Context: an optimization exercise on an open-source flow, tuned for small area, a short achievable clock period and few clock cycles per item. The choices shown serve that exercise and are no tape-out recipe.
RTL that was checked went through simulation tests only; none was proved equivalent to the original.
For runs 2 and 3, only the layout was checked, not whether the RTL still works.

<file path="design/flow/config.mk">
export PLATFORM = sky130hd
export DESIGN_NAME = cry_sha256
export DESIGN_NICKNAME = cry_sha256
export VERILOG_FILES = /design/flow/design.v
export SDC_FILE = /design/flow/constraint.sdc
export NUM_CORES = 4
export LEC_CHECK = 0
export CAP_MARGIN = 20
export CORE_MARGIN = 2
export CORE_UTILIZATION = 40
export PLACE_DENSITY = 0.6
export SLEW_MARGIN = 20
</file>
<file path="design/flow/constraint.sdc">
create_clock -name core_clock -period 10.0 [get_ports {clk}]
set_input_delay 2.0000 -clock core_clock [delete_from_list [all_inputs] [get_ports {clk}]]
set_output_delay 2.0000 -clock core_clock [all_outputs]
set_load 0.01 [all_outputs]
</file>
<file path="design/flow/design.v">
module cry_sha256 (
    input  wire         clk,
    input  wire         rst,
    input  wire         in_valid,
    output wire         in_ready,
    input  wire         in_first,
    input  wire [31:0]  in_data,
    output wire         out_valid,
    output wire [255:0] digest
);
    localparam [31:0] IV0 = 32'h6a09e667, IV1 = 32'hbb67ae85,
                      IV2 = 32'h3c6ef372, IV3 = 32'ha54ff53a,
                      IV4 = 32'h510e527f, IV5 = 32'h9b05688c,
                      IV6 = 32'h1f83d9ab, IV7 = 32'h5be0cd19;
    reg         act;           
    reg  [5:0]  k;             
    reg         nw;            
    reg         nf;            
    reg         fst;           
    reg         ov;
    reg  [31:0] sr [0:15];     
    reg  [31:0] a, b, c, d, e, f, g;
    reg  [31:0] p;             
    reg  [31:0] h0, h1, h2, h3, h4, h5, h6, h7;    
    reg [31:0] kn;
    always @* begin
        case (k)
            6'd63: kn = 32'h428a2f98;
            6'd0:  kn = 32'h71374491;
            6'd1:  kn = 32'hb5c0fbcf;
            6'd2:  kn = 32'he9b5dba5;
            6'd3:  kn = 32'h3956c25b;
            6'd4:  kn = 32'h59f111f1;
            6'd5:  kn = 32'h923f82a4;
            6'd6:  kn = 32'hab1c5ed5;
            6'd7:  kn = 32'hd807aa98;
            6'd8:  kn = 32'h12835b01;
            6'd9:  kn = 32'h243185be;
            6'd10: kn = 32'h550c7dc3;
            6'd11: kn = 32'h72be5d74;
            6'd12: kn = 32'h80deb1fe;
            6'd13: kn = 32'h9bdc06a7;
            6'd14: kn = 32'hc19bf174;
            6'd15: kn = 32'he49b69c1;
            6'd16: kn = 32'hefbe4786;
            6'd17: kn = 32'h0fc19dc6;
            6'd18: kn = 32'h240ca1cc;
            6'd19: kn = 32'h2de92c6f;
            6'd20: kn = 32'h4a7484aa;
            6'd21: kn = 32'h5cb0a9dc;
            6'd22: kn = 32'h76f988da;
            6'd23: kn = 32'h983e5152;
            6'd24: kn = 32'ha831c66d;
            6'd25: kn = 32'hb00327c8;
            6'd26: kn = 32'hbf597fc7;
            6'd27: kn = 32'hc6e00bf3;
            6'd28: kn = 32'hd5a79147;
            6'd29: kn = 32'h06ca6351;
            6'd30: kn = 32'h14292967;
            6'd31: kn = 32'h27b70a85;
            6'd32: kn = 32'h2e1b2138;
            6'd33: kn = 32'h4d2c6dfc;
            6'd34: kn = 32'h53380d13;
            6'd35: kn = 32'h650a7354;
            6'd36: kn = 32'h766a0abb;
            6'd37: kn = 32'h81c2c92e;
            6'd38: kn = 32'h92722c85;
            6'd39: kn = 32'ha2bfe8a1;
            6'd40: kn = 32'ha81a664b;
            6'd41: kn = 32'hc24b8b70;
            6'd42: kn = 32'hc76c51a3;
            6'd43: kn = 32'hd192e819;
            6'd44: kn = 32'hd6990624;
            6'd45: kn = 32'hf40e3585;
            6'd46: kn = 32'h106aa070;
            6'd47: kn = 32'h19a4c116;
            6'd48: kn = 32'h1e376c08;
            6'd49: kn = 32'h2748774c;
            6'd50: kn = 32'h34b0bcb5;
            6'd51: kn = 32'h391c0cb3;
            6'd52: kn = 32'h4ed8aa4a;
            6'd53: kn = 32'h5b9cca4f;
            6'd54: kn = 32'h682e6ff3;
            6'd55: kn = 32'h748f82ee;
            6'd56: kn = 32'h78a5636f;
            6'd57: kn = 32'h84c87814;
            6'd58: kn = 32'h8cc70208;
            6'd59: kn = 32'h90befffa;
            6'd60: kn = 32'ha4506ceb;
            6'd61: kn = 32'hbef9a3f7;
            default: kn = 32'hc67178f2;
        endcase
    end
    wire k_lo   = (k <= 6'd13);                
    wire k_61   = (k == 6'd61);
    wire k_62   = (k == 6'd62);
    wire k_63   = (k == 6'd63);
    wire k_sch  = (k >= 6'd14) && (k <= 6'd61);   
    wire k_fin  = (k >= 6'd61);                
    assign in_ready  = !act || k_lo || k >= 6'd62;
    assign out_valid = ov;
    assign digest    = {h0, h1, h2, h3, h4, h5, h6, h7};
    wire take = in_valid && in_ready;
    wire go   = act && (!k_lo || in_valid);    
    wire nxt  = take && nw;                    
    wire iv   = nf && nw && k_63;              
    function [63:0] csa;
        input [31:0] x, y, z;
        csa = {x ^ y ^ z, ((x & y) | (x & z) | (y & z)) << 1};
    endfunction
    wire [31:0] s1e = {e[5:0], e[31:6]} ^ {e[10:0], e[31:11]} ^ {e[24:0], e[31:25]};
    wire [31:0] ch  = (e & f) ^ (~e & g);
    wire [31:0] s0a = {a[1:0], a[31:2]} ^ {a[12:0], a[31:13]} ^ {a[21:0], a[31:22]};
    wire [31:0] maj = (a & b) | (a & c) | (b & c);
    wire [31:0] b0  = !k_63 ? 32'd0 : fst ? IV0 : h0;
    wire [31:0] b4  = !k_63 ? 32'd0 : fst ? IV4 : h4;
    wire [63:0] l1a = csa(s1e, ch, p);
    wire [63:0] l1b = csa(s0a, maj, b0);
    wire [63:0] l2a = csa(l1a[63:32], l1a[31:0], l1b[63:32]);
    wire [63:0] l3a = csa(l2a[63:32], l2a[31:0], l1b[31:0]);
    wire [31:0] an  = l3a[63:32] + l3a[31:0];    
    wire [63:0] l2e = csa(l1a[63:32], l1a[31:0], d);
    wire [63:0] l3e = csa(l2e[63:32], l2e[31:0], b4);
    wire [31:0] en  = l3e[63:32] + l3e[31:0];    
    wire [31:0] ba  = fst ? (k_61 ? IV3 : k_62 ? IV2 : IV1) : h3;
    wire [31:0] be  = fst ? (k_61 ? IV7 : k_62 ? IV6 : IV5) : h7;
    wire [31:0] sa  = ba + a;
    wire [31:0] se  = be + e;
    wire [31:0] hn  = iv ? IV7 : !act ? h7 : k_63 ? h6 : g;
    wire [63:0] lp  = csa(hn, kn, sr[15]);
    wire [31:0] pn  = lp[63:32] + lp[31:0];
    wire [31:0] w1  = sr[1];
    wire [31:0] w14 = sr[14];
    wire [31:0] sg0 = {w1[6:0], w1[31:7]} ^ {w1[17:0], w1[31:18]} ^ (w1 >> 3);
    wire [31:0] sg1 = {w14[16:0], w14[31:17]} ^ {w14[18:0], w14[31:19]} ^ (w14 >> 10);
    wire [63:0] lw1 = csa(sg1, sg0, sr[9]);
    wire [63:0] lw2 = csa(lw1[63:32], lw1[31:0], sr[0]);
    wire [31:0] wn  = lw2[63:32] + lw2[31:0];
    wire shift = take || (act && k_sch);
    integer i;
    always @(posedge clk) begin
        if (shift) begin
            for (i = 0; i < 15; i = i + 1)
                sr[i] <= sr[i + 1];
            sr[15] <= take ? in_data : wn;
        end
    end
    always @(posedge clk) begin
        if (iv) begin
            {a, b, c, d, e, f, g} <= {IV0, IV1, IV2, IV3, IV4, IV5, IV6};
        end else if (go) begin
            if (k_63)
                {a, b, c, d, e, f, g} <= {an, sa, h1, h2, en, se, h5};
            else
                {a, b, c, d, e, f, g} <= {an, a, b, c, en, e, f};
        end
        if (go || (!act && nw))
            p <= pn;
    end
    always @(posedge clk) begin
        if (go && k_fin) begin
            {h1, h2, h3} <= {sa, h1, h2};
            {h5, h6, h7} <= {se, h5, h6};
            if (k_63) begin
                h0 <= an;
                h4 <= en;
            end
        end
    end
    always @(posedge clk) begin
        if (rst) begin
            act <= 1'b0;
            k   <= 6'd63;
            nw  <= 1'b0;
            ov  <= 1'b0;
        end else begin
            ov <= go && k_63;
            if (take && !nw)
                nf <= in_first;
            if (!act) begin
                if (take) begin
                    nw <= !nw;
                    if (nw) begin
                        act <= 1'b1;
                        k   <= 6'd0;
                        fst <= nf;
                    end
                end
            end else if (go) begin
                if (k_63) begin
                    if (nxt) begin
                        k   <= 6'd0;
                        fst <= nf;
                        nw  <= 1'b0;
                    end else begin
                        act <= 1'b0;
                        nw  <= nw || take;
                    end
                end else begin
                    k  <= k + 6'd1;
                    if (k_62)
                        nw <= take;
                end
            end
        end
    end
endmodule
</file>
<file path="design/flow/run.sh">
#!/bin/bash
# synth_recipe.tcl (not shown) runs the flow's synth.tcl, then flattens the netlist and writes it again
# the make line also repeats each setting of config.mk as NAME=value (left out here)
make -C /OpenROAD-flow-scripts/flow DESIGN_CONFIG=/design/flow/config.mk WORK_HOME=/design/flow/orfs CLKGATE_MAP_FILE= SYNTH_SCRIPT=/design/flow/synth_recipe.tcl finish
</file>
==> key figures, run 1 <==
Run status
  • Status: complete, no violations

Floorplanning
  • Die area: 149,000 um2
  • Die width: approximately 390 um
  • Ports: 294
  • Die height: 386 um
  • Core ar.: between 100,000 and 150,000 um2
  • Initial core utilization: 0.402
  • FP Rows: 140

Placed design
  • Final HPWL DP: 148,000 um
  • DP Area: roughly 63,000 um2
  • Setup WS pre-CTS: ~3.1 ns
  • PortBufs: 293
  • GPL Wtd Cong: 0.950

Yosys
  • Yosys top cell area share: 0.414
  • Synth Area in Simple Gates: 0.102
  • Main flop type after synthesis: edfxtp_1
  • Ys Warns: 2
  • Syn Inst Count: 5,403
  • Cell area after synthesis: between 50,000 and 60,000 um2
  • Syn Area/Cell: approximately 11 um2
  • Synthesized Nets: 5,905
  • Post-synth EDFFs: 802
  • Register area share after synthesis: 0.505
  • Multiplexer share of the synthesized area: 0.00999
  • Compound-Gate Fraction of Synth Area: 0.132
  • FFs w/ async S/R, synth: 0
  • Synth Area in Adders: 0.135
  • Yosys reg bits: between 1,000 and 1,500
  • Top cells by area, synth: edfxtp_1, dfxtp_1, fa_1, xnor2_1, nand2_1
  • Cell taking the most area after synthesis: edfxtp_1
  • Post-synthesis xor/xnor area fraction: 0.0695
  • Yosys cell types: between 90 and 100
  • Largest family of logic cells by synthesized area: adder cells

GRT
  • Global-route wire length before repair: around 290,000 um
  • Total Routing Usage GR: 0.265
  • Grt ovf: 0
  • Largest net degree at the start of global routing: 181
  • Initial antenna violation count: 4
  • Vias in the first global route: just over 40,000

Layout
  • Layout Nets: 6,088
  • Layout cell share with drive strength beyond 1: 0.0591
  • Area growth from synthesis to layout: 15.2%
  • Most frequent cells in the layout: edfxtp_1, nand2_1, inv_1
  • Post-route cell area: 67,100 um2
  • Commonest non-fill, non-tap cell in the layout: edfxtp_1

Worst setup path
  • Worst Path Class, Setup: reg2reg
  • CP startpoint kind: register
  • CP Data Required Time: about 11 ns
  • Worst R2R Setup Slack: about 3 ns
  • R2r worst-path depth: 21
  • Worst Path Max Fanout: 20
  • Worst r2r src: k[4]
  • Crit path DAT: 7.65 ns
  • Crit path capture type: register
  • Worst R2R End: a[30]

Hold path
  • Hold endpoint: sr[11][15]
  • Worst min path class: reg2reg
  • Worst Hold Depth: 0
  • Hold_sp: sr[12][15]

Drt
  • Routed Antenna Nets: 0
  • # DRC: 0
  • Drt wl/cell: ~26 um
  • Drt total wl: 199,000 um
  • Initial DRC count: 4,835
  • Vias: between 40,000 and 50,000
  • DR vias/cell: roughly 5.6
  • DRT Pass-1 Iters: 5

Clock network
  • Reg clk slew, reported paths: approximately 0.060 ns
  • Clock Sinks: between 1,000 and 1,500
  • Post-CTS setup buffer count: 0
  • CTS resizes: 0
  • Cts-stage hold buffer count: 0
  • Worst skew pair latency: just under 0.8 ns
  • Htree depth: 3
  • TritonCTS clock tree: done
  • Root Buffer: clkbuf_16
  • Max Buffers Root-to-Sink: 3
  • CTS Buf Count: around 120

STA
  • Worst slew pin tran: roughly 1.1 ns
  • Slew Limit Headroom: 0.234
  • WHS: 0.404 ns
  • Post-Route Skew: 0.0683 ns
  • Setup TNS: 0 ns
  • RSZ-0062 raised after global routing: false
  • Final setup viols: 0
  • Hold Vio Cnt, Final: 0
  • Slew Limit Fails: 0
  • FMAX: between 0.1 and 0.15 GHz
  • Final Cycle Share: 0.699
  • Final min period: around 7 ns
  • Worst setup margin: 3.01 ns

Job
  • Max_cap viols: 0
[per-stage QoR]
step	utilization	std cells
6_report	0.463	7602
5_1_grt	0.462	7601
3_5_place_dp	0.436	7385
4_1_cts	0.462	7601
2_1_floorplan	-	5403
3_3_place_gp	0.435	7384
[critical path, stage by stage, from the launching register on]
cell and delay, ns:
dfxtp_1 0.59, nand4_1 0.45, nor2_4 0.73, o21ai_0 0.28
fa_1 0.57, fa_1 0.58, fa_1 0.42, inv_1 0.07
ha_1 0.19, inv_1 0.07, fa_1 0.46, nor2b_1 0.13
o21ai_1 0.08, a21bo_1 0.23, a2111o_1 0.45, o22ai_2 0.24
a221oi_2 0.13, nand3b_1 0.20, a31o_1 0.26, o2111a_1 0.26
a311o_1 0.34, a21o_1 0.16
[sequential cells by signal, summed over array words and instances, names as in the netlist, 32 cells and up]
register,flops
h6,32
d,32
a,32
h7,32
h4,32
p,32
c,32
kn,32
h2,32
b,32
h3,32
sr,512
h5,32
h1,32
g,32
e,32
h0,32
f,32
[kinds of logic (layout without fill, tap and decap cells)]
kind of cell / Yosys count / in the layout
simple gates: 1395 / 1395
other cells: 0 / 1
xor+xnor: 462 / 462
compound gates: 1234 / 1234
flops: 1067 / 1067
fa+ha+maj: 478 / 478
buf+inv: 712 / 993
mux: 55 / 55
[how the worst max path moves through the flow]
stage             start        to  slack (ns)
2_1_floorplan  in_valid  sr[0][0]        0.61
3_3_place_gp       k[4]    h0[30]        3.18
3_5_place_dp       k[4]     a[30]        3.06
4_1_cts            k[4]     a[30]        3.09
5_1_grt            k[4]     a[30]        2.68
6_report           k[4]     a[30]        3.01
[layout make-up]
type	instances	area, um2
Sequential cell	1067	29400
Fill cell	13600	78000
Clock buffer	153	3220
Inverter	408	1530
Clock inverter	63	692
Tap cell	1917	2400
Antenna cell	1	2.50
Multi-Input combinational cell	3624	26300
Timing Repair Buffer	369	3590
[layer usage]
metal  vias up  global-route usage  share of wire
met4         0              0.0632          0.024
li1      19200                   -              -
met5         -                   0              0
met3       247              0.0446          0.082
met1     21300               0.404           0.46
met2      1903               0.389           0.43
[synthesized netlist by cell type, types with 10 or more instances]
cell       instances
inv_1            404
or2_2             18
ha_1             210
clkbuf_1         252
fa_1             256
buf_2             25
mux2_2            15
o21ai_0          311
o21ai_1           12
o22ai_1           18
nor2b_1           23
xnor2_1          321
nand2b_1          21
and3_1            17
o31ai_1           15
o311ai_0          10
maj3_1            12
a311oi_1          12
o211ai_1          48
dfxtp_1          265
a21o_1           117
mux2i_1           39
and2_1            21
nor3_1            61
xor2_1           141
edfxtp_1         802
o2111ai_1         13
nor2_1           313
o21bai_1          27
nand3_1          147
a31oi_1           42
nand4_1           18
a211o_1           26
o21a_1            49
nand2_1          713
a211oi_1          44
a21oi_1          401
buf_1             23
Testbench counts, summed over its fixed seeds: cycles 81,944, blocks 1,280.
==> inputs of run 2 (changes only) <==
--- a/design/flow/design.v
+++ b/design/flow/design.v
@@ -93,9 +93,4 @@
     end
-    wire k_lo   = (k <= 6'd13);                
-    wire k_61   = (k == 6'd61);
-    wire k_62   = (k == 6'd62);
-    wire k_63   = (k == 6'd63);
-    wire k_sch  = (k >= 6'd14) && (k <= 6'd61);   
-    wire k_fin  = (k >= 6'd61);                
-    assign in_ready  = !act || k_lo || k >= 6'd62;
+    reg k_lo, k_61, k_62, k_63, k_sch, k_hi;    
+    assign in_ready  = !act || k_lo || k_hi;
     assign out_valid = ov;
@@ -106,2 +101,24 @@
     wire iv   = nf && nw && k_63;              
+    reg [5:0] kx;                              
+    always @* begin
+        kx = k;
+        if (rst)
+            kx = 6'd63;
+        else if (!act) begin
+            if (take && nw) kx = 6'd0;
+        end else if (go) begin
+            if (k_63) kx = nxt ? 6'd0 : 6'd63;
+            else      kx = k + 6'd1;
+        end
+    end
+    always @(posedge clk) begin
+        k     <= kx;
+        k_lo  <= (kx <= 6'd13);                
+        k_61  <= (kx == 6'd61);
+        k_62  <= (kx == 6'd62);
+        k_63  <= (kx == 6'd63);
+        k_sch <= (kx >= 6'd14) && (kx <= 6'd61);   
+        k_hi  <= (kx >= 6'd62);                
+    end
+    wire k_fin = k_61 || k_62 || k_63;         
     function [63:0] csa;
@@ -172,3 +189,2 @@
             act <= 1'b0;
-            k   <= 6'd63;
             nw  <= 1'b0;
@@ -184,3 +200,2 @@
                         act <= 1'b1;
-                        k   <= 6'd0;
                         fst <= nf;
@@ -191,3 +206,2 @@
                     if (nxt) begin
-                        k   <= 6'd0;
                         fst <= nf;
@@ -199,3 +213,2 @@
                 end else begin
-                    k  <= k + 6'd1;
                     if (k_62)
--- a/design/flow/config.mk
+++ b/design/flow/config.mk
@@ -7,2 +7,3 @@
 export LEC_CHECK = 0
+export ABC_CLOCK_PERIOD_IN_PS = 3500
 export CAP_MARGIN = 20
@@ -11,2 +12,3 @@
 export PLACE_DENSITY = 0.6
+export SETUP_SLACK_MARGIN = 5
 export SLEW_MARGIN = 20
==> run 2 against run 1 <==
Compared with the run above: sequential share of layout area down 1.4 points; final cell count decreased by 2.6%; still clean on timing, DRC and antenna; worst hold slack better by 0.0063 ns; register-to-register slack better by 1.8 ns; via count is 2.6% lower; sequential cell count increased by 6; critical path depth rose by 1; clock skew rose by 0.020 ns; highest routed layer unchanged.
==> key figures, run 2 <==
Yosys
  • Cell taking the most area after synthesis: edfxtp_1
  • Yosys cell types: 85
  • Most common cell in the netlist: edfxtp_1
  • Cell area after synthesis: ~58,000 um2
  • Register area share after synthesis: 0.509
  • Yosys top cell area share: 0.416
  • FFs w/ async S/R, synth: 0
  • Syn Inst Count: about 5,100
  • Ys Warns: 2
  • Synthesized Nets: between 5,000 and 6,000
  • Top cells by area, synth: edfxtp_1, dfxtp_1, fa_1, xnor2_1, ha_1
  • Main flop type after synthesis: edfxtp_1
  • Post-synth EDFFs: approximately 800
  • Most common library cells after synthesis: edfxtp_1, inv_1, nand2_1
  • Syn Area/Cell: ~11 um2
  • Yosys reg bits: 1,073

Clock network
  • CTS Buf Count: 118
  • Worst skew pair latency: between 0.7 and 0.8 ns
  • Reg clk slew, reported paths: around 0.06 ns
  • TritonCTS clock tree: done
  • Clock Sinks: 1,073
  • Htree depth: 3
  • Root Buffer: clkbuf_16
  • Max Buffers Root-to-Sink: 3

Placed design
  • Final HPWL DP: around 140,000 um
  • PortBufs: 293
  • DP Area: 62,900 um2
  • GPL Wtd Cong: 0.960

Worst setup path
  • CP startpoint kind: register
  • Worst R2R Setup Slack: around 4.8 ns
  • CP cell instances: buf_6 > xnor2_4 > xnor2_2 > fa_2 > fa_1 > inv_1 > fa_1 > inv_1 > ha_2 > inv_2 > fa_2 > nor2b_2 > o31a_1 > o211ai_1 > o211ai_1 > buf_4 > o211ai_1 > a311oi_2 > a21bo_2 > a21oi_4 > xnor2_2 > a22o_1
  • Buf+Inv Stages, Crit Path: 5
  • Crit path DAT: approximately 5.9 ns
  • Slowest stage cell, crit path: fa_1
  • CP Data Required Time: ~11 ns
  • Most used cell, CP: o211ai_1
  • Worst r2r src: e[26]
  • CP max stage delay: approximately 0.52 ns
  • Worst R2R End: e[31]
  • Worst Path Class, Setup: reg2reg
  • R2r worst-path depth: 22
  • Worst Path Max Fanout: 4
  • Crit path capture type: register
  • CP delay by family, top: adder cells

Floorplanning
  • FP Rows: around 140
  • Die width: 385 um
  • Die height: a little under 400 um
  • Initial core utilization: 0.403
  • Core ar.: 144,000 um2
  • Die area: roughly 150,000 um2
  • Ports: ~300

Drt
  • Drt total wl: 198,000 um
  • Vias: about 42,000
  • # DRC: 0
  • DR vias/cell: around 5.6
  • Drt wl/cell: about 27 um
  • Initial DRC count: approximately 4,500
  • DRT Pass-1 Iters: 17
  • Routed Antenna Nets: 0

Layout
  • Area growth from synthesis to layout: 20.3%
  • Post-route cell area: approximately 70,000 um2
  • Commonest non-fill, non-tap cell in the layout: edfxtp_1
  • Fill cell count: approximately 13,000
  • Layout Nets: between 5,000 and 6,000
  • ANT cells: 0
  • Seq. cell area: between 20,000 and 30,000 um2
  • Layout cell share with drive strength beyond 1: 0.119
  • Multi-input logic area: approximately 27,000 um2
  • Most frequent cells in the layout: edfxtp_1, inv_1, nand2_1
  • Max reg flops: between 500 and 600
  • Finished Core Util: 0.485
  • Top reg by flops: sr

STA
  • Final Cycle Share: 0.522
  • FMAX: ~0.19 GHz
  • Hold Vio Cnt, Final: 0
  • Worst slew pin tran: around 1.1 ns
  • Slew Limit Headroom: 0.283
  • Final setup viols: 0
  • WHS: 0.410 ns
  • Final min period: 5.22 ns
  • Post-Route Skew: 0.0883 ns
  • RSZ-0062 raised after global routing: true
  • Slew Limit Fails: 0
  • Setup TNS: 0 ns

Job
  • Max_cap viols: 0

Hold path
  • Hold endpoint: sr[10][28]
  • Worst min path class: reg2reg
  • Worst Hold Depth: 0
  • Hold_sp: sr[11][28]

GRT
  • Grt ovf: 0
  • Vias in the first global route: approximately 39,000
  • Total Routing Usage GR: 0.260
  • Largest net degree at the start of global routing: between 200 and 250
  • Initial antenna violation count: 4
  • Global-route wire length before repair: roughly 280,000 um

Run status
  • Status: complete, no violations
run 2: kinds of logic after synthesis:
| kind of cell | Yosys count | share of synthesized area |
|---|---|---|
| AO/OA/AOI/OAI | 1145 | 0.130 |
| flip-flops | 1073 | 0.509 |
| AND/OR/NAND/NOR | 1049 | 0.0788 |
| buffers and inverters | 709 | 0.0460 |
| adder cells (fa/ha/maj) | 469 | 0.134 |
| XOR/XNOR | 461 | 0.0697 |
| multiplexers | 185 | 0.0323 |
run 2: metal layers:
layer | wire length [um] | GRT usage | up-vias | part of all wire
li1 | - | - | 18600 | -
met1 | 84300 | 0.366 | 20900 | 0.43
met2 | 88300 | 0.397 | 1705 | 0.45
met3 | 17100 | 0.0550 | 320 | 0.087
met4 | 7860 | 0.0906 | 0 | 0.040
met5 | 0 | 0 | - | 0
run 2: stage by stage:
step / instances / worst slack, ns
CTS: 7353 / 4.81
detailed placement: 7081 / 2.69
floorplan: 5091 / 4.12
finish: 7406 / 4.78
global route: 7406 / 4.61
global placement: 7081 / 2.73
run 2: worst max path at each step:
stage,start,end,slack [ns],cells after the start
final,e[26],e[31],4.78,22
after global routing,e[26],e[31],4.61,22
after CTS,e[26],e[31],4.81,22
after detailed placement,in_valid,kn[18],2.69,17
after global placement,in_valid,kn[18],2.73,17
after floorplan,in_valid,h1[0],4.12,6
run 2: layout make-up:
class / instances / area share
flip-flops and latches: 1073 / 0.425
multi-input cells: 3311 / 0.390
repair buffers: 447 / 0.0674
clock buffers: 142 / 0.0451
well taps: 1903 / 0.0341
inverters: 448 / 0.0252
clock inverters: 82 / 0.0140
run 2: what timing repair did:
| action | CTS | global route |
|---|---|---|
| buffers inserted | 41 | 48 |
| gates resized for setup | 214 | 187 |
| pin swaps | 42 | 89 |
| gates cloned | 7 | 4 |
| setup endpoints to repair | 180 | 109 |
| hold buffers | 0 | 0 |
==> inputs of run 3 (changes only) <==
--- a/design/flow/config.mk
+++ b/design/flow/config.mk
@@ -7,3 +7,2 @@
 export LEC_CHECK = 0
-export ABC_CLOCK_PERIOD_IN_PS = 3500
 export CAP_MARGIN = 20
@@ -12,3 +11,2 @@
 export PLACE_DENSITY = 0.6
-export SETUP_SLACK_MARGIN = 5
 export SLEW_MARGIN = 20
==> run 3 against run 2 <==
Compared with the run above: worst hold slack worse by 0.031 ns; clock skew down 0.021 ns; synthesized cell count unchanged; sequential cell count unchanged; die area unchanged; worst setup slack worse by 1.3 ns; non-clock buffer count down 102; register-to-register slack worse by 1.2 ns; utilization down 2.0 points; area after synthesis unchanged; critical path type is now in2reg.
==> key figures, run 3 <==
Clock network
  • Worst skew pair latency: between 0.7 and 0.8 ns
  • Root Buffer: clkbuf_16
  • TritonCTS clock tree: done
  • Cts-stage hold buffer count: 0
  • Clock Sinks: around 1,100
  • Htree depth: 3
  • CTS Buf Count: roughly 120
  • CTS resizes: 0
  • Reg clk slew, reported paths: around 0.06 ns
  • Post-CTS setup buffer count: 0
  • Max Buffers Root-to-Sink: 3

Floorplanning
  • Initial core utilization: 0.403
  • Core ar.: 144,000 um2
  • FP Rows: between 100 and 150
  • Die height: between 300 and 400 um
  • Die width: approximately 380 um
  • Ports: 294
  • Die area: 148,000 um2

Yosys
  • Yosys top cell area share: 0.416
  • Top cells by area, synth: edfxtp_1, dfxtp_1, fa_1, xnor2_1, ha_1
  • Cell taking the most area after synthesis: edfxtp_1
  • FFs w/ async S/R, synth: 0
  • Cell area after synthesis: a little under 60,000 um2
  • Yosys reg bits: ~1,100
  • Main flop type after synthesis: edfxtp_1
  • Syn Area/Cell: ~11 um2
  • Most common cell in the netlist: edfxtp_1
  • Post-synth EDFFs: approximately 800
  • Ys Warns: 2
  • Register area share after synthesis: 0.509
  • Syn Inst Count: between 5,000 and 6,000
  • Yosys cell types: 85
  • Most common library cells after synthesis: edfxtp_1, inv_1, nand2_1
  • Synthesized Nets: 5,591

Worst setup path
  • Crit path capture type: register
  • CP cell instances: clkdlybuf4s50_1 > nand2_1 > buf_4 > clkinv_1 > ha_1 > nand2_1 > and3_1 > a221o_1 > buf_4 > clkinv_1 > ha_1 > or3_1 > o21ai_0 > nor2_1 > a311oi_1 > a31oi_1 > o221ai_1
  • Slowest stage cell, crit path: ha_1
  • Worst Path Max Fanout: 38
  • CP max stage delay: ~0.62 ns
  • Worst Path Class, Setup: in2reg
  • Crit path DAT: just over 7 ns
  • CP Data Required Time: 10.65 ns
  • CP startpoint kind: input port

Placed design
  • GPL Wtd Cong: ~0.95
  • Final HPWL DP: 140,000 um
  • PortBufs: between 200 and 300

STA
  • WHS: roughly 0.38 ns
  • Slew Limit Fails: 0
  • Worst slew pin tran: roughly 1.2 ns
  • Final setup viols: 0
  • Post-Route Skew: around 0.067 ns
  • Final Cycle Share: 0.650
  • FMAX: between 0.15 and 0.2 GHz
  • Slew Limit Headroom: 0.188
  • RSZ-0062 raised after global routing: false
  • Setup TNS: 0 ns
  • Hold Vio Cnt, Final: 0
  • Final min period: 6.50 ns

Hold path
  • Worst min path class: reg2reg

GRT
  • Vias in the first global route: a little under 40,000
  • Grt ovf: 0
  • Initial antenna violation count: 10
  • Largest net degree at the start of global routing: around 200
  • Total Routing Usage GR: 0.254
  • Global-route wire length before repair: roughly 270,000 um

Drt
  • Vias: just over 40,000
  • DR vias/cell: roughly 5.6
  • Top Metal Used: met5
  • DRT Pass-1 Iters: 21
  • Initial DRC count: 4,486
  • Metal3 WL: approximately 16,000 um
  • Drt total wl: 191,000 um
  • Routed Antenna Nets: 0
  • Routed met2 length: approximately 85,000 um
  • Drt wl/cell: 26.1 um
  • M1 WL: 82,300 um
  • # DRC: 0

Layout
  • Commonest non-fill, non-tap cell in the layout: edfxtp_1
  • Fill cell count: around 13,000
  • Finished Core Util: 0.466
  • Max reg flops: 512
  • Area growth from synthesis to layout: 15.4%
  • Layout cell share with drive strength beyond 1: 0.0578
  • Most frequent cells in the layout: edfxtp_1, inv_1, nand2_1
  • Top reg by flops: sr
  • Layout Nets: 5,796

Job
  • Max_cap viols: 0

Run status
  • Status: complete, no violations
## run 3: cell counts after synthesis
No cell type changed its count.
## run 3: layer usage
layer | track usage | vias to the layer above
li1 | - | 18400
met1 | 0.357 | 20400
met2 | 0.385 | 1715
met3 | 0.0514 | 286
met4 | 0.0948 | 6
met5 | 0 | -
## run 3: critical path, delay by kind of cell
family                   cells  cell delay (ns)
buffers and inverters        5             1.97
adder cells (fa/ha/maj)      2             0.87
AO/OA/AOI/OAI                5             1.09
AND/OR/NAND/NOR              5             1.19
## run 3: logic make-up after synthesis
kind of cell | count (synthesis) | synth area share
AOI/OAI and AO/OA | 1145 | 0.130
xor gates and xnor gates | 461 | 0.0697
adders and majority gates | 469 | 0.134
buffers and inverters | 709 | 0.0460
DFF | 1073 | 0.509
muxes | 185 | 0.0323
and+or+nand+nor | 1049 | 0.0788
## run 3: per-stage QoR
step / cell area (um2) / worst slack [ns] / std cells
detailed placement: 62800 / 2.83 / 7077
global placement: 62800 / 2.86 / 7077
finish: 66900 / 3.50 / 7305
floorplan: 58000 / 0.643 / 5091
CTS: 66900 / 3.60 / 7303
global route: 66900 / 3.21 / 7304
## run 3: layout make-up
class,instances,area (um2),share of cell area
antenna,1,2.50,0.0000374
clock buffer,151,3200,0.0478
clock inverter,75,835,0.0125
inverter,448,1680,0.0251
multi-input combinational,3309,25900,0.387
sequential,1073,29500,0.441
tap,1903,2380,0.0356
timing repair buffer,345,3410,0.0509
## run 3: path summary, 6_finish.rpt
path | startpoint | endpoint | slack, ns | cells after the start
worst min-delay path | sr[5][30] | sr[4][30] | 0.38 | 0
worst min register to register | sr[5][30] | sr[4][30] | 0.38 | 0
worst max register to register | k_63 | a[31] | 3.55 | 17
worst max-delay path | in_valid | kn[14] | 3.50 | 17
==> inputs of run 4 (changes only) <==
--- a/design/flow/design.v
+++ b/design/flow/design.v
@@ -127,2 +127,20 @@
     endfunction
+    function [31:0] add;
+        input [31:0] x, y;
+        reg [31:0] gg, pp, g2, p2;
+        integer s, j;
+        begin
+            gg = x & y;
+            pp = x ^ y;
+            g2 = gg;
+            p2 = pp;
+            for (s = 1; s < 32; s = s * 2) begin
+                for (j = 31; j >= s; j = j - 1) begin
+                    g2[j] = g2[j] | (p2[j] & g2[j - s]);
+                    p2[j] = p2[j] & p2[j - s];
+                end
+            end
+            add = pp ^ {g2[30:0], 1'b0};
+        end
+    endfunction
     wire [31:0] s1e = {e[5:0], e[31:6]} ^ {e[10:0], e[31:11]} ^ {e[24:0], e[31:25]};
@@ -137,6 +155,6 @@
     wire [63:0] l3a = csa(l2a[63:32], l2a[31:0], l1b[31:0]);
-    wire [31:0] an  = l3a[63:32] + l3a[31:0];    
+    wire [31:0] an  = add(l3a[63:32], l3a[31:0]);    
     wire [63:0] l2e = csa(l1a[63:32], l1a[31:0], d);
     wire [63:0] l3e = csa(l2e[63:32], l2e[31:0], b4);
-    wire [31:0] en  = l3e[63:32] + l3e[31:0];    
+    wire [31:0] en  = add(l3e[63:32], l3e[31:0]);    
     wire [31:0] ba  = fst ? (k_61 ? IV3 : k_62 ? IV2 : IV1) : h3;
--- a/design/flow/config.mk
+++ b/design/flow/config.mk
@@ -11,2 +11,3 @@
 export PLACE_DENSITY = 0.6
+export SETUP_SLACK_MARGIN = 5
 export SLEW_MARGIN = 20
==> run 4 against run 3 <==
Compared with the run above: worst hold slack better by 0.0027 ns; global-route usage is 2.3 points higher; sequential cell count stayed put; critical path depth is 5 higher; sequential share of layout area is 2.0 points lower; clock-buffer cell count is 1 higher; still clean; critical path type is now reg2reg; die area is 0.37% higher; final area is 5.0% higher; largest cell class unchanged.
==> key figures, run 4 <==
Drt
  • Drt total wl: ~210,000 um
  • Metal3 WL: approximately 17,000 um
  • Top Metal Used: met5
  • # DRC: 0
  • DR vias/cell: approximately 5.6
  • Drt wl/cell: roughly 28 um
  • Routed met2 length: roughly 96,000 um
  • Vias: approximately 42,000
  • DRT Pass-1 Iters: 8
  • Routed Antenna Nets: 0
  • Initial DRC count: between 4,000 and 5,000
  • M1 WL: 87,900 um

Hold path
  • Hold_sp: sr[7][0]
  • Hold endpoint: sr[6][0]
  • Worst Hold Depth: 0
  • Worst min path class: reg2reg

GRT
  • Largest net degree at the start of global routing: ~210
  • Global-route wire length before repair: 293,000 um
  • Vias in the first global route: 40,500
  • Grt ovf: 0
  • Initial antenna violation count: 10
  • Total Routing Usage GR: 0.277

Yosys
  • Largest family of logic cells by synthesized area: adder cells
  • Ys Warns: 2
  • Yosys top cell area share: 0.414
  • Multiplexer share of the synthesized area: 0.0329
  • Most common library cells after synthesis: edfxtp_1, inv_1, nand2_1
  • Main flop type after synthesis: edfxtp_1
  • Most common cell in the netlist: edfxtp_1
  • Post-synthesis xor/xnor area fraction: 0.0649
  • Cell taking the most area after synthesis: edfxtp_1
  • Yosys reg bits: 1,073
  • Compound-Gate Fraction of Synth Area: 0.130
  • Synthesized Nets: about 5,600
  • Yosys cell types: 81
  • Post-synth EDFFs: ~800
  • Synth Area in Adders: 0.141
  • Cell area after synthesis: 58,200 um2
  • Syn Inst Count: 5,064
  • FFs w/ async S/R, synth: 0
  • Register area share after synthesis: 0.507
  • Top cells by area, synth: edfxtp_1, fa_1, dfxtp_1, xnor2_1, ha_1
  • Syn Area/Cell: 11.5 um2
  • Synth Area in Simple Gates: 0.0756

Run status
  • Status: complete, no violations

STA
  • Post-Route Skew: between 0.05 and 0.06 ns
  • Final min period: 5.22 ns
  • Slew Limit Fails: 0
  • Worst slew pin tran: around 1.1 ns
  • Hold Vio Cnt, Final: 0
  • Final setup viols: 0
  • Final Cycle Share: 0.522
  • Setup TNS: 0 ns
  • Slew Limit Headroom: 0.252
  • FMAX: roughly 0.19 GHz
  • RSZ-0062 raised after global routing: true

Floorplanning
  • Die height: ~390 um
  • Initial core utilization: 0.404
  • Ports: around 300
  • FP Rows: ~140
  • Die width: around 390 um
  • Die area: between 100,000 and 150,000 um2
  • Core ar.: between 100,000 and 150,000 um2

Worst setup path
  • Worst r2r src: e[27]
  • Worst Path Max Fanout: 3
  • Worst R2R End: e[31]
  • CP Data Required Time: around 11 ns
  • Crit path DAT: 5.87 ns
  • R2r worst-path depth: 22
  • CP startpoint kind: register
  • Worst Path Class, Setup: reg2reg
  • Worst R2R Setup Slack: 4.78 ns
  • Crit path capture type: register

Clock network
  • Clock Sinks: 1,073
  • CTS Buf Count: about 120
  • Max Buffers Root-to-Sink: 3
  • Htree depth: 3
  • TritonCTS clock tree: done
  • Reg clk slew, reported paths: about 0.070 ns
  • Root Buffer: clkbuf_16
  • Worst skew pair latency: slightly below 0.8 ns

Layout
  • Area growth from synthesis to layout: 20.8%
  • Multi-input logic area: between 20,000 and 30,000 um2
  • Most frequent cells in the layout: edfxtp_1, inv_1, nand2_1
  • Seq. cell area: between 20,000 and 30,000 um2
  • Commonest non-fill, non-tap cell in the layout: edfxtp_1
  • Max reg flops: around 510
  • Layout Nets: between 5,000 and 6,000
  • Top reg by flops: sr
  • Fill cell count: between 10,000 and 15,000
  • Layout cell share with drive strength beyond 1: 0.130
  • Post-Layout Cell Count: 7,418

Placed design
  • Final HPWL DP: roughly 140,000 um
  • DP Cell Count: between 7,000 and 8,000
  • PortBufs: between 200 and 300
  • GPL Wtd Cong: roughly 0.94

Job
  • Max_cap viols: 0
run 4: changes by cell type in the layout (fill, tap and decap cells not counted), moves of 38 or more:
cell / previous run / this run
a21o_1: 103 / 141
buf_4: 46 / 141
dfxtp_1: 269 / 225
nand2_1: 437 / 357
o21ai_0: 271 / 226
xnor2_1: 317 / 268
run 4: layout make-up:
cell class	instances	share of cell area
Tap cell	1903	0.0339
Inverter	482	0.0261
Multi-Input combinational cell	3248	0.390
Clock inverter	72	0.0115
Timing Repair Buffer	486	0.0717
Clock buffer	152	0.0451
Antenna cell	2	0.0000712
Sequential cell	1073	0.422
run 4: worst max-delay path, stage by stage (launching register included):
cell	delay, ns
dfxtp_2	0.33
buf_8	0.15
xnor2_4	0.14
xnor2_2	0.17
fa_1	0.54
inv_2	0.07
buf_4	0.14
fa_1	0.49
inv_2	0.04
fa_2	0.50
inv_2	0.09
fa_2	0.22
nor2b_2	0.05
o21ai_2	0.18
a21oi_2	0.10
o41a_1	0.36
buf_6	0.15
a22oi_2	0.30
a21oi_2	0.13
a21o_1	0.23
a221o_1	0.37
xor2_2	0.17
o21a_1	0.18
run 4: cells by family (layout without fill, tap and decap cells):
kind of cell / Yosys count / after routing
and+or+nand+nor: 993 / 999
AOI/OAI and AO/OA: 1140 / 1140
muxes: 188 / 188
DFF: 1073 / 1073
xor gates and xnor gates: 431 / 431
buffers and inverters: 749 / 1192
adders and majority gates: 490 / 490
other: 0 / 2
run 4: worst max-delay path by stage:
stage | startpoint | end | cells past startpoint
floorplan | in_valid | h1[0] | 6
finish | e[27] | e[31] | 22
detailed placement | in_valid | kn[10] | 15
global placement | in_valid | kn[0] | 14
CTS | e[27] | a[30] | 20
global route | e[27] | a[22] | 21
run 4: timing repair:
item	CTS	global route
gates cloned	15	4
setup buffers	78	42
gates resized for setup	273	114
setup endpoints to repair	176	82
pin swaps	67	58
hold buffers	0	0
run 4: routing by layer:
layer	global-route usage	up-vias
li1	-	18600
met1	0.379	21100
met2	0.431	1766
met3	0.0562	324
met4	0.109	2
met5	0	-
run 4: metrics by stage:
step                      worst slack, ns  utilization  instance area [um2]  hold slack [ns]
after detailed placement             3.10        0.438                63100            0.405
final                                4.78        0.488                70300            0.382
after CTS                            4.90        0.481                69200            0.371
after global placement               3.13        0.438                63100            0.400
after global routing                 4.63        0.488                70200            0.396
after floorplan                      4.12            -                58300            0.400
Testbench counts of run 4, summed over its fixed seeds: cycles 81,944, blocks 1,280.
==> inputs of run 5 (changes only) <==
--- a/design/flow/design.v
+++ b/design/flow/design.v
@@ -20,2 +20,4 @@
     reg         ov;
+    reg  [3:0]  sc;            
+    reg         ok;            
     reg  [31:0] sr [0:15];     
@@ -23,3 +25,5 @@
     reg  [31:0] p;             
-    reg  [31:0] h0, h1, h2, h3, h4, h5, h6, h7;    
+    reg  [31:0] ra0, ra1, ra2, ra3, re0, re1, re2, re3;
+    reg  [1:0]  ph;
+    reg         ov1;
     reg [31:0] kn;
@@ -94,7 +98,10 @@
     reg k_lo, k_61, k_62, k_63, k_sch, k_hi;    
-    assign in_ready  = !act || k_lo || k_hi;
+    reg sel_h, sel_iv;         
+    wire al = (sc == 4'd0);                    
+    assign in_ready  = al && (act ? (!ok || k_lo || k_62 || (k_63 && nw)) : (nw || ph == 2'd1));
     assign out_valid = ov;
-    assign digest    = {h0, h1, h2, h3, h4, h5, h6, h7};
+    assign digest    = {ra0, ra1, ra2, ra3, re0, re1, re2, re3};
     wire take = in_valid && in_ready;
-    wire go   = act && (!k_lo || in_valid);    
+    wire go   = act && ok;                     
+    wire stall = al && !in_valid && (act ? (!ok || k_lo || (k_63 && nw)) : nw);
     wire nxt  = take && nw;                    
@@ -121,2 +128,4 @@
         k_hi  <= (kx >= 6'd62);                
+        sel_h  <= (kx == 6'd63) && !fst;       
+        sel_iv <= (kx == 6'd63) && fst;
     end
@@ -149,4 +158,4 @@
     wire [31:0] maj = (a & b) | (a & c) | (b & c);
-    wire [31:0] b0  = !k_63 ? 32'd0 : fst ? IV0 : h0;
-    wire [31:0] b4  = !k_63 ? 32'd0 : fst ? IV4 : h4;
+    wire [31:0] b0  = ({32{sel_h}} & ra2) | ({32{sel_iv}} & IV0);
+    wire [31:0] b4  = ({32{sel_h}} & re2) | ({32{sel_iv}} & IV4);
     wire [63:0] l1a = csa(s1e, ch, p);
@@ -159,7 +168,8 @@
     wire [31:0] en  = add(l3e[63:32], l3e[31:0]);    
-    wire [31:0] ba  = fst ? (k_61 ? IV3 : k_62 ? IV2 : IV1) : h3;
-    wire [31:0] be  = fst ? (k_61 ? IV7 : k_62 ? IV6 : IV5) : h7;
-    wire [31:0] sa  = ba + a;
-    wire [31:0] se  = be + e;
-    wire [31:0] hn  = iv ? IV7 : !act ? h7 : k_63 ? h6 : g;
+    wire        fin = go && k_fin;
+    wire [31:0] ba  = (fin && fst) ? (k_61 ? IV3 : k_62 ? IV2 : IV1) : ra3;
+    wire [31:0] be  = (fin && fst) ? (k_61 ? IV7 : k_62 ? IV6 : IV5) : re3;
+    wire [31:0] sa  = ba + (fin ? a : 32'd0);
+    wire [31:0] se  = be + (fin ? e : 32'd0);
+    wire [31:0] hn  = iv ? IV7 : k_63 ? re1 : g;
     wire [63:0] lp  = csa(hn, kn, sr[15]);
@@ -173,10 +183,7 @@
     wire [31:0] wn  = lw2[63:32] + lw2[31:0];
-    wire shift = take || (act && k_sch);
     integer i;
     always @(posedge clk) begin
-        if (shift) begin
-            for (i = 0; i < 15; i = i + 1)
-                sr[i] <= sr[i + 1];
-            sr[15] <= take ? in_data : wn;
-        end
+        for (i = 0; i < 15; i = i + 1)
+            sr[i] <= sr[i + 1];
+        sr[15] <= take ? in_data : (go && k_sch) ? wn : sr[0];
     end
@@ -187,3 +194,3 @@
             if (k_63)
-                {a, b, c, d, e, f, g} <= {an, sa, h1, h2, en, se, h5};
+                {a, b, c, d, e, f, g} <= {an, sa, ra0, ra1, en, se, re0};
             else
@@ -191,3 +198,3 @@
         end
-        if (go || (!act && nw))
+        if (go || (!act && nw && al))
             p <= pn;
@@ -195,10 +202,6 @@
     always @(posedge clk) begin
-        if (go && k_fin) begin
-            {h1, h2, h3} <= {sa, h1, h2};
-            {h5, h6, h7} <= {se, h5, h6};
-            if (k_63) begin
-                h0 <= an;
-                h4 <= en;
-            end
-        end
+        {ra0, ra1, ra2} <= {sa, ra0, ra1};
+        {re0, re1, re2} <= {se, re0, re1};
+        ra3 <= (go && k_63) ? an : ra2;
+        re3 <= (go && k_63) ? en : re2;
     end
@@ -209,4 +212,13 @@
             ov  <= 1'b0;
+            ov1 <= 1'b0;
+            sc  <= 4'd0;
+            ph  <= 2'd0;
+            ok  <= 1'b0;
         end else begin
-            ov <= go && k_63;
+            ok <= !act ? nxt : !ok ? take : k_lo ? take : k_63 ? nxt : 1'b1;
+            ph <= ph + 2'd1;
+            if (!al || stall)
+                sc <= sc + 4'd1;
+            ov1 <= go && k_63;
+            ov  <= ov1;
             if (take && !nw)
==> run 5 against run 4 <==
Compared with the run above: utilization decreased by 0.16 points; clock skew increased by 0.034 ns; global-route usage decreased by 0.96 points; final cell count decreased by 0.90%; routed wire length decreased by 14%; critical path depth decreased by 4; worst setup slack improved by 0.20 ns; sequential share of layout area decreased by 6.5 points.
==> key figures, run 5 <==
Layout
  • Commonest non-fill, non-tap cell in the layout: dfxtp_1
  • Top reg by flops: sr
  • Post-route cell area: 62,200 um2
  • Post-Layout Cell Count: 7,351
  • Fill cell count: about 12,000
  • Finished Core Util: 0.486
  • Layout cell share with drive strength beyond 1: 0.107
  • Area growth from synthesis to layout: 20.3%
  • Most frequent cells in the layout: dfxtp_1, nand2_1, inv_1
  • Layout Nets: 6,049
  • Multi-input logic area: between 20,000 and 30,000 um2
  • Seq. cell area: between 20,000 and 25,000 um2
  • Max reg flops: about 500

Placed design
  • Setup WS pre-CTS: roughly 3.4 ns
  • Final HPWL DP: about 130,000 um
  • PortBufs: ~290
  • DP Cell Count: 7,078
  • DP Area: 56,300 um2
  • GPL Wtd Cong: between 0.9 and 1

Worst setup path
  • CP delay by family, top: adder cells
  • Worst path depth: 18
  • Most used cell, CP: fa_1
  • Buf+Inv Stages, Crit Path: 2
  • CP cell instances: xnor2_4 > xnor2_2 > fa_2 > inv_2 > fa_1 > inv_1 > fa_1 > ha_4 > a211oi_2 > o21bai_2 > a22oi_2 > nor3_4 > nor2_4 > o211ai_1 > a21oi_2 > o31ai_2 > mux2i_1 > o221ai_1
  • CP max stage delay: about 0.60 ns
  • CP startpoint kind: register
  • Worst r2r src: e[27]
  • Crit path capture type: register
  • CP Data Required Time: 10.58 ns
  • Crit path capture: e[30]
  • Worst R2R Setup Slack: roughly 5.0 ns
  • Slowest stage cell, crit path: fa_2
  • Worst Path Class, Setup: reg2reg
  • Crit path DAT: between 5 and 6 ns
  • Worst Path Max Fanout: 7
  • Worst setup startpoint: e[27]
  • R2r worst-path depth: 18
  • Worst R2R End: e[30]

Drt
  • Initial DRC count: around 3,800
  • Drt wl/cell: roughly 25 um
  • Routed Antenna Nets: 0
  • Drt total wl: between 150,000 and 200,000 um
  • DR vias/cell: 5.43
  • Vias: ~40,000
  • DRT Pass-1 Iters: 5
  • # DRC: 0

Yosys
  • Yosys cell types: 87
  • Register area share after synthesis: 0.425
  • Syn Area/Cell: about 9.8 um2
  • Synthesized Nets: between 5,000 and 6,000
  • Yosys top cell area share: 0.405
  • Yosys reg bits: 1,082
  • Top cells by area, synth: dfxtp_1, fa_1, ha_1, xnor2_1, nand2_1
  • FFs w/ async S/R, synth: 0
  • Post-synth EDFFs: 34
  • Cell taking the most area after synthesis: dfxtp_1
  • Cell area after synthesis: slightly above 50,000 um2
  • Ys Warns: 2
  • Main flop type after synthesis: dfxtp_1
  • Most common library cells after synthesis: dfxtp_1, nand2_1, inv_1
  • Most common cell in the netlist: dfxtp_1
  • Syn Inst Count: around 5,300

Job
  • Max_cap viols: 0

GRT
  • Initial antenna violation count: 10
  • Grt ovf: 0
  • Total Routing Usage GR: 0.267
  • Global-route wire length before repair: 259,000 um
  • Vias in the first global route: ~38,000
  • Largest net degree at the start of global routing: around 170

STA
  • Post-Route Skew: between 0.09 and 0.1 ns
  • Final setup viols: 0
  • Worst slew pin tran: about 1.0 ns
  • Hold Vio Cnt, Final: 0
  • FMAX: between 0.15 and 0.2 GHz
  • WHS: 0.306 ns
  • Worst setup margin: 4.98 ns
  • Slew Limit Fails: 0
  • Setup TNS: 0 ns
  • Slew Limit Headroom: 0.304
  • Final min period: about 5.0 ns
  • Final Cycle Share: 0.502
  • RSZ-0062 raised after global routing: true

Hold path
  • Worst min path class: reg2reg

Floorplanning
  • FP Rows: roughly 130
  • Initial core utilization: 0.404
  • Die area: 132,000 um2
  • Ports: about 290
  • Core ar.: roughly 130,000 um2
  • Die width: 364 um
  • Die height: ~360 um

Clock network
  • Htree depth: 3
  • Cts-stage hold buffer count: 0
  • Max Buffers Root-to-Sink: 3
  • Root Buffer: clkbuf_16
  • Reg clk slew, reported paths: 0.07 ns
  • Clock Sinks: 1,082
  • CTS Buf Count: about 110
  • Worst skew pair latency: between 0.7 and 0.8 ns
  • TritonCTS clock tree: done

Run status
  • Status: complete, no violations
run 5: changes by cell type after synthesis, sizes merged, moves of 25 or more:
cell,before,now
dfxtp,271,1048
edfxtp,802,34
nand2,362,478
and2,8,111
inv,480,384
a21oi,250,308
o21ai,256,304
mux2i,162,137
nor3,48,73
run 5: area by class of cell:
| cell class | count | share of cell area |
|---|---|---|
| multi-input cells | 3537 | 0.454 |
| flip-flops and latches | 1082 | 0.356 |
| repair buffers | 405 | 0.0655 |
| clock buffers | 148 | 0.0508 |
| well taps | 1729 | 0.0348 |
| inverters | 385 | 0.0236 |
| clock inverters | 63 | 0.0148 |
| diodes | 2 | 0.0000804 |
run 5: layer usage:
layer  wire length (um)  vias to the layer above  GRT usage
met5                 28                        -          0
met1              80100                    19700      0.377
met2              79100                     1580      0.405
met3              15300                      254     0.0580
met4               6160                        4     0.0866
li1                   -                    18400          -
run 5: worst min-delay path by stage:
stage          startpoint          to  slack (ns)  depth (start not counted)
3_5_place_dp   sr[11][16]  sr[10][16]        0.31                          0
6_report        sr[11][2]   sr[10][2]        0.31                          0
3_3_place_gp     sr[8][7]    sr[7][7]        0.31                          0
2_1_floorplan   sr[11][0]   sr[10][0]        0.31                          0
4_1_cts        sr[12][23]  sr[11][23]        0.30                          0
5_1_grt          sr[5][2]    sr[4][2]        0.31                          0
run 5: what timing repair did:
item | CTS | global route
buffers inserted | 12 | 45
gates cloned | 0 | 3
endpoints found under the setup margin | 223 | 124
pin swaps | 12 | 46
endpoints found under the hold margin | 0 | 0
gates resized for setup | 165 | 185
run 5: kinds of logic (layout without fill, tap and decap cells):
family                   count (synthesis)  in the layout  share of synthesized area
AO/OA/AOI/OAI                         1241           1241                      0.155
XOR/XNOR                               419            419                     0.0709
adder cells (fa/ha/maj)                490            490                      0.159
buffers and inverters                  677           1001                     0.0497
flip-flops                            1082           1082                      0.425
multiplexers                           180            180                     0.0358
other                                    0              2                          0
AND/OR/NAND/NOR                       1206           1207                      0.105
Testbench counts of run 5, summed over its fixed seeds: cycles 81,960, blocks 1,280.
==> inputs of run 6 (changes only) <==
--- a/design/flow/config.mk
+++ b/design/flow/config.mk
@@ -9,4 +9,6 @@
 export CORE_MARGIN = 2
-export CORE_UTILIZATION = 40
-export PLACE_DENSITY = 0.6
+export CORE_UTILIZATION = 60
+export CTS_CLUSTER_DIAMETER = 70
+export CTS_CLUSTER_SIZE = 25
+export PLACE_DENSITY = 0.75
 export SETUP_SLACK_MARGIN = 5
==> run 6 against run 5 <==
Compared with the run above: register-to-register slack improved by 0.03 ns; sequential share of layout area rose by 1.6 points; first-iteration DRC count rose by 20%; critical path type unchanged; non-clock buffer count rose by 12; final cell count fell by 9.3%; synthesized cell count did not move; worst hold slack got worse by 0.0044 ns; die area fell by 33%; largest cell class unchanged.
==> key figures, run 6 <==
Clock network
  • Max Buffers Root-to-Sink: 3
  • Worst skew pair latency: roughly 0.71 ns
  • Reg clk slew, reported paths: ~0.1 ns
  • Htree depth: 2
  • TritonCTS clock tree: done
  • Clock Sinks: between 1,000 and 1,500
  • CTS Buf Count: 61
  • Root Buffer: clkbuf_16
  • Cts-stage hold buffer count: 0

STA
  • Setup TNS: 0 ns
  • RSZ-0062 raised after global routing: true
  • Final setup viols: 0
  • Post-Route Skew: 0.0576 ns
  • Slew Limit Headroom: 0.205
  • Worst slew pin tran: 1.19 ns
  • Slew Limit Fails: 0
  • FMAX: around 0.20 GHz
  • Hold Vio Cnt, Final: 0
  • Final min period: between 4 and 5 ns
  • Final Cycle Share: 0.499
  • Worst setup margin: approximately 5.0 ns

GRT
  • Largest net degree at the start of global routing: roughly 120
  • Total Routing Usage GR: 0.371
  • Grt ovf: 0
  • Vias in the first global route: approximately 38,000
  • Global-route wire length before repair: about 250,000 um
  • Initial antenna violation count: 9

Worst setup path
  • Crit path DAT: ~5.5 ns
  • CP startpoint kind: register
  • Worst R2R End: e[30]
  • Worst Path Max Fanout: 7
  • R2r worst-path depth: 19
  • Worst Path Class, Setup: reg2reg
  • Worst r2r src: e[17]
  • Crit path capture type: register
  • Worst R2R Setup Slack: between 5 and 6 ns
  • CP Data Required Time: ~11 ns

Layout
  • Area growth from synthesis to layout: 15.3%
  • Top reg by flops: sr
  • Commonest non-fill, non-tap cell in the layout: dfxtp_1
  • Layout Nets: roughly 6,000
  • Most frequent cells in the layout: dfxtp_1, nand2_1, inv_1
  • Layout cell share with drive strength beyond 1: 0.0952
  • Finished Core Util: 0.700
  • Max reg flops: ~510

Run status
  • Status: complete, no violations

Drt
  • Drt total wl: about 170,000 um
  • Drt wl/cell: roughly 26 um
  • DR vias/cell: 6.08
  • Initial DRC count: 4,531
  • Routed Antenna Nets: 0
  • # DRC: 0
  • Vias: roughly 40,000
  • DRT Pass-1 Iters: 5

Hold path
  • Hold_sp: sr[6][26]
  • Hold endpoint: sr[5][26]
  • Worst min path class: reg2reg
  • Worst Hold Depth: 0

Floorplanning
  • Core ar.: approximately 85,000 um2
  • Initial core utilization: 0.607
  • Die width: just under 300 um
  • Die height: 298 um
  • Ports: just under 300
  • FP Rows: ~110
  • Die area: 88,600 um2

Yosys
  • Post-synth EDFFs: 34
  • Most common cell in the netlist: dfxtp_1
  • Cell taking the most area after synthesis: dfxtp_1
  • Top cells by area, synth: dfxtp_1, fa_1, ha_1, xnor2_1, nand2_1
  • Yosys reg bits: ~1,100
  • Most common library cells after synthesis: dfxtp_1, nand2_1, inv_1
  • Synthesized Nets: just under 6,000
  • Cell area after synthesis: 51,800 um2
  • Yosys top cell area share: 0.405
  • Ys Warns: 2
  • Main flop type after synthesis: dfxtp_1
  • Register area share after synthesis: 0.425
  • Syn Inst Count: 5,295
  • Syn Area/Cell: between 9 and 10 um2
  • Yosys cell types: slightly below 90
  • FFs w/ async S/R, synth: 0

Placed design
  • Final HPWL DP: about 120,000 um
  • Setup WS pre-CTS: ~3.4 ns
  • GPL Wtd Cong: between 0.9 and 1
  • PortBufs: 293

Job
  • Max_cap viols: 0
## run 6: changes by cell type in the layout (fill, tap and decap cells not counted), sizes merged
cell | before | now
inv | 392 | 397
nor2 | 313 | 314
clkinv | 36 | 16
clkbuf | 152 | 75
diode | 2 | 3
bufbuf | 0 | 1
nand3 | 64 | 65
buf | 108 | 116
clkinvlp | 7 | 3
bufinv | 13 | 2
## run 6: through the flow
stage               instance area (um2)  instances  hold WS [ns]
floorplan                         51800       5295         0.310
global placement                  55500       6491         0.309
detailed placement                55500       6491         0.312
CTS                               58300       6608         0.304
global route                      59700       6668         0.320
finish                            59700       6671         0.302
## run 6: final cells by class
class / count / area (um2)
Multi-Input combinational cell: 3539 / 28300
Fill cell: 6434 / 25600
Sequential cell: 1082 / 22200
Timing Repair Buffer: 417 / 4170
Clock buffer: 68 / 1560
Inverter: 385 / 1460
Tap cell: 1144 / 1430
Clock inverter: 33 / 542
Antenna cell: 3 / 7.51
## run 6: what timing repair did
action,CTS,global route
gates resized for setup,168,197
buffers inserted,12,54
setup endpoints to repair,187,119
gates cloned,4,6
hold endpoints to repair,0,0
pin swaps,13,59
## run 6: logic make-up (layout without fill, tap and decap cells)
group	Yosys count	count (layout)	share of synthesized area
DFF	1082	1082	0.425
adders and majority gates	490	490	0.159
buffers and inverters	677	903	0.0497
xor gates and xnor gates	419	419	0.0709
muxes	180	180	0.0358
other	0	3	0
and+or+nand+nor	1206	1209	0.105
AOI/OAI and AO/OA	1241	1241	0.155
## run 6: worst max-delay path by stage
stage,from,to,cells after the start
finish,e[17],e[30],19
global route,e[17],e[30],19
CTS,act,b[30],20
detailed placement,in_valid,kn[9],16
global placement,in_valid,kn[9],16
floorplan,sel_h,a[28],19
## run 6: critical path: stages (launching register included)
cell and delay [ns]:
dfxtp_4 0.39, buf_4 0.15, xnor2_2 0.21, xnor2_1 0.12, fa_2 0.60, inv_1 0.07, fa_1 0.48, inv_1 0.05
fa_1 0.48, ha_4 0.33, a21oi_1 0.08, o21ai_1 0.17, a21oi_1 0.12, o21ai_2 0.29, nor2_4 0.07, o211ai_1 0.40
a21oi_2 0.14, o31ai_2 0.30, mux2i_1 0.28, o221ai_1 0.13
## run 6: metal layers
layer  vias up  track usage  routed length, um
met1     19700        0.529              71100
met3       372        0.108              20600
met2      2213        0.534              71800
li1      18300            -                  -
met4        16        0.134               6990
met5         -            0                107

-- separate check: timing with driven ports --
No port has a modelled driver above. Below, the same layouts with a new extraction and two added sets of constraints. Step 1 sets driving cells, clkbuf_16 on the clock port and buf_2 on the other inputs (assumed; they add their load-dependent delay and slew). Step 2 times the ports against the registers' clock, not the clock port: input delays grow and output delays shrink by t, the midpoint of the rising clock arrivals with the driver on. Slacks: ideal / step 1 / step 2; pairs: ideal / step 1.
run | t (ns) | setup slack, ns | worst setup path after step 2 | worst slew at a driven data input, ns | cell pins on the clock port's net
run 1 | 0.823 | 3.006 / 3.006 / 3.006 | register to register | 0.04 | 1
run 2 | 0.833 | 4.776 / 4.776 / 4.470 | input to register | 0.08 | 1
run 3 | 0.841 | 3.504 / 3.548 / 2.708 | input to register | 0.05 | 1
run 4 | 0.843 | 4.783 / 4.783 / 4.291 | input to register | 0.04 | 1
run 5 | 0.816 | 4.978 / 4.978 / 4.355 | input to register | 0.05 | 1
run 6 | 0.757 | 5.012 / 5.012 / 4.396 | input to register | 0.06 | 1
After both steps setup and hold are still met in every run listed. The setup slack of run 3, which loses most, moves by +0.044 ns with the drivers and by -0.796 ns with both steps.
